This is an optimization exercise on Yosys and OpenROAD, whose aim is small area and a short achievable clock period, not a production implementation. In this exercise RTL edits were held to simulation tests only and were not proved equivalent to the original. Power figures rest on the tool's default switching activity, not on a simulated workload.

exp/violet:
==> flow/design.v (excerpt) <==
module long_acc4 (
    input  wire         clk,
    input  wire         rst,
    input  wire [1:0]   cmd,
    input  wire [8:0]   open_w,
    input  wire [5:0]   open_c,
    input  wire         open_clamp,
    input  wire         open_lost,
    input  wire [3:0]   fmt_a,
    input  wire [15:0]  a,
    input  wire [7:0]   scale_a,
    input  wire [3:0]   fmt_b,
    input  wire [63:0]  b,
    input  wire [31:0]  scale_b,
    output reg          out_valid,
    output wire [511:0] out_acc,
    output wire         out_clamp,
    output wire         out_lost
);
==> flow/config.mk <==
export PLATFORM = sky130hd
export DESIGN_NAME = long_acc4
export DESIGN_NICKNAME = long_acc4
export VERILOG_FILES = /design/flow/design.v
export SDC_FILE = /design/flow/constraint.sdc
export NUM_CORES = 8
export LEC_CHECK = 0
export CAP_MARGIN = 20
export CORE_MARGIN = 2
export CORE_UTILIZATION = 35
export CTS_CLUSTER_DIAMETER = 110
export CTS_CLUSTER_SIZE = 22
export SLEW_MARGIN = 20
==> flow/constraint.sdc <==
create_clock -name core_clock -period 26.0 [get_ports {clk}]
set_input_delay 5.2000 -clock core_clock [delete_from_list [all_inputs] [get_ports {clk}]]
set_output_delay 5.2000 -clock core_clock [all_outputs]
set_load 0.01 [all_outputs]
standard.sh (not shown) runs the stock make flow with config.mk's settings and CLKGATE_MAP_FILE= SYNTH_SCRIPT=/design/flow/synth_recipe.tcl, a recipe that flattens the netlist after the stock synthesis.
==> flow/flow/run.sh <==
#!/bin/bash
# The standard layout, with plain buffers (not delay buffers) on the ports and
# timing repair aimed at 19.35 ns of setup slack.
set -uo pipefail
export BUFFER_PORTS_ARGS="-buffer_cell sky130_fd_sc_hd__buf_1"
export SETUP_SLACK_MARGIN=19.35
bash standard.sh > standard.log 2>&1
Every stage of the flow completed for exp/violet, and the final layout passed the timing, DRC and antenna checks.
> inputs changed (exp/violet -> exp/lagoon)
# exp/violet
export LEC_CHECK = 0
export CAP_MARGIN = 20
export CORE_MARGIN = 2
export CORE_UTILIZATION = 35
export CTS_CLUSTER_DIAMETER = 110
export CTS_CLUSTER_SIZE = 22
export SLEW_MARGIN = 20
create_clock -name core_clock -period 26.0 [get_ports {clk}]
# exp/lagoon
export LEC_CHECK = 0
export ABC_AREA = 1
export CAP_MARGIN = 20
export CORE_MARGIN = 2
export CORE_UTILIZATION = 35
export SLEW_MARGIN = 20
create_clock -name core_clock -period 26.0 [get_ports {clk}]
==> flow/flow/run.sh <==
#!/bin/bash
# The standard layout, with plain buffers (not delay buffers) on the ports and
# timing repair aimed at 19.3 ns of setup slack.
set -uo pipefail
export BUFFER_PORTS_ARGS="-buffer_cell sky130_fd_sc_hd__buf_1"
export SETUP_SLACK_MARGIN=19.3
bash standard.sh > standard.log 2>&1
No stage failed in exp/lagoon, and the final checks on the layout all came back clean. Diff exp/violet -> exp/lagoon: sum of internal, switching and leakage power up about 7%, non-clock buffer area fraction after layout down 1.2 points, global-route usage up 1.2 points, placed cell count up 22%, minimum period implied by the final worst setup slack up 0.018 ns. exp/lagoon ended up with a lower share of the synthesized area in compound gates (AO/OA/AOI/OAI) than exp/violet did. exp/violet → exp/lagoon: net switching share of the total power saw an increase; via count shows an increase of 10500.
Setup changes, exp/lagoon to exp/garnet
# exp/lagoon
export LEC_CHECK = 0
export ABC_AREA = 1
export CAP_MARGIN = 20
export CORE_MARGIN = 2
export CORE_UTILIZATION = 35
export SLEW_MARGIN = 20
create_clock -name core_clock -period 26.0 [get_ports {clk}]
# exp/garnet
export LEC_CHECK = 0
export CAP_MARGIN = 20
export CORE_MARGIN = 2
export CORE_UTILIZATION = 35
export CTS_CLUSTER_DIAMETER = 110
export CTS_CLUSTER_SIZE = 22
export PLACE_DENSITY = 0.5
export SLEW_MARGIN = 20
create_clock -name core_clock -period 26.0 [get_ports {clk}]
Notes after the runs:
- exp/garnet against exp/lagoon; tap cell count is down by a few percent.
- Looking at slowest library cell on the worst path, the dfxtp_1 result is from exp/lagoon; the dfxtp_2 one comes from exp/garnet.
- From exp/lagoon to exp/garnet the numbers moved as follows: via count lower, worst setup slack roughly the same.
Here is what was changed in the inputs of exp/willow compared with exp/garnet.
# exp/garnet
export LEC_CHECK = 0
export CAP_MARGIN = 20
export CORE_MARGIN = 2
export CORE_UTILIZATION = 35
export CTS_CLUSTER_DIAMETER = 110
export CTS_CLUSTER_SIZE = 22
export PLACE_DENSITY = 0.5
export SLEW_MARGIN = 20
create_clock -name core_clock -period 26.0 [get_ports {clk}]
# exp/willow
export LEC_CHECK = 0
export CAP_MARGIN = 20
export CORE_MARGIN = 2
export CORE_UTILIZATION = 35
export SLEW_MARGIN = 20
create_clock -name core_clock -period 26.0 [get_ports {clk}]
==> flow/flow/run.sh <==
#!/bin/bash
# The standard layout, with plain buffers (not delay buffers) on the ports and
# timing repair aimed at 19.4 ns of setup slack.
set -uo pipefail
export BUFFER_PORTS_ARGS="-buffer_cell sky130_fd_sc_hd__buf_1"
export SETUP_SLACK_MARGIN=19.4
bash standard.sh > standard.log 2>&1
==> notes.md <==
- Sort exp/garnet and exp/willow by worst reg2reg path depth, ascending, and exp/garnet comes first.
- Going from exp/garnet to exp/willow, proportion of layout cells with a drive suffix above 1 grows by 11 points.
- Relative to exp/garnet, sum of internal, switching and leakage power increased by about 8% in exp/willow.
- On exp/willow: clock power share is 3.6 points higher than what exp/garnet gave.

[port drivers added, routing unchanged]
Ports are ideal in the flow. The routed layouts listed here were re-timed in OpenROAD.
Step 1: set_driving_cell puts a clkbuf_16 on clk and a buf_2 on each other input, an assumption about the parent block.
Step 2 adds t to the input delays and takes it off the output delays; t is the mean of the earliest and latest rising clock arrival at the registers after step 1. Input paths then give back, and output paths get back, about the clock's delay inside the block.
Three values: ideal, step 1, step 2; two values: the first two.
run | shift t [ns] | setup slack, ns | worst setup path after step 2 | latest minus earliest clock arrival (ns)
exp/violet | 0.859 | 19.353 / 19.258 / 18.717 | input to register | 0.138 / 0.139
exp/lagoon | 0.908 | 19.336 / 19.233 / 18.559 | input to register | 0.082 / 0.082
exp/garnet | 0.851 | 19.334 / 19.236 / 18.680 | input to register | 0.088 / 0.088
exp/willow | 0.904 | 19.415 / 19.320 / 18.651 | input to register | 0.128 / 0.129
After both steps setup and hold are still met in every run listed. For exp/lagoon, which loses most, drivers alone change the setup slack by -0.103 ns; drivers and shift together by -0.777 ns.
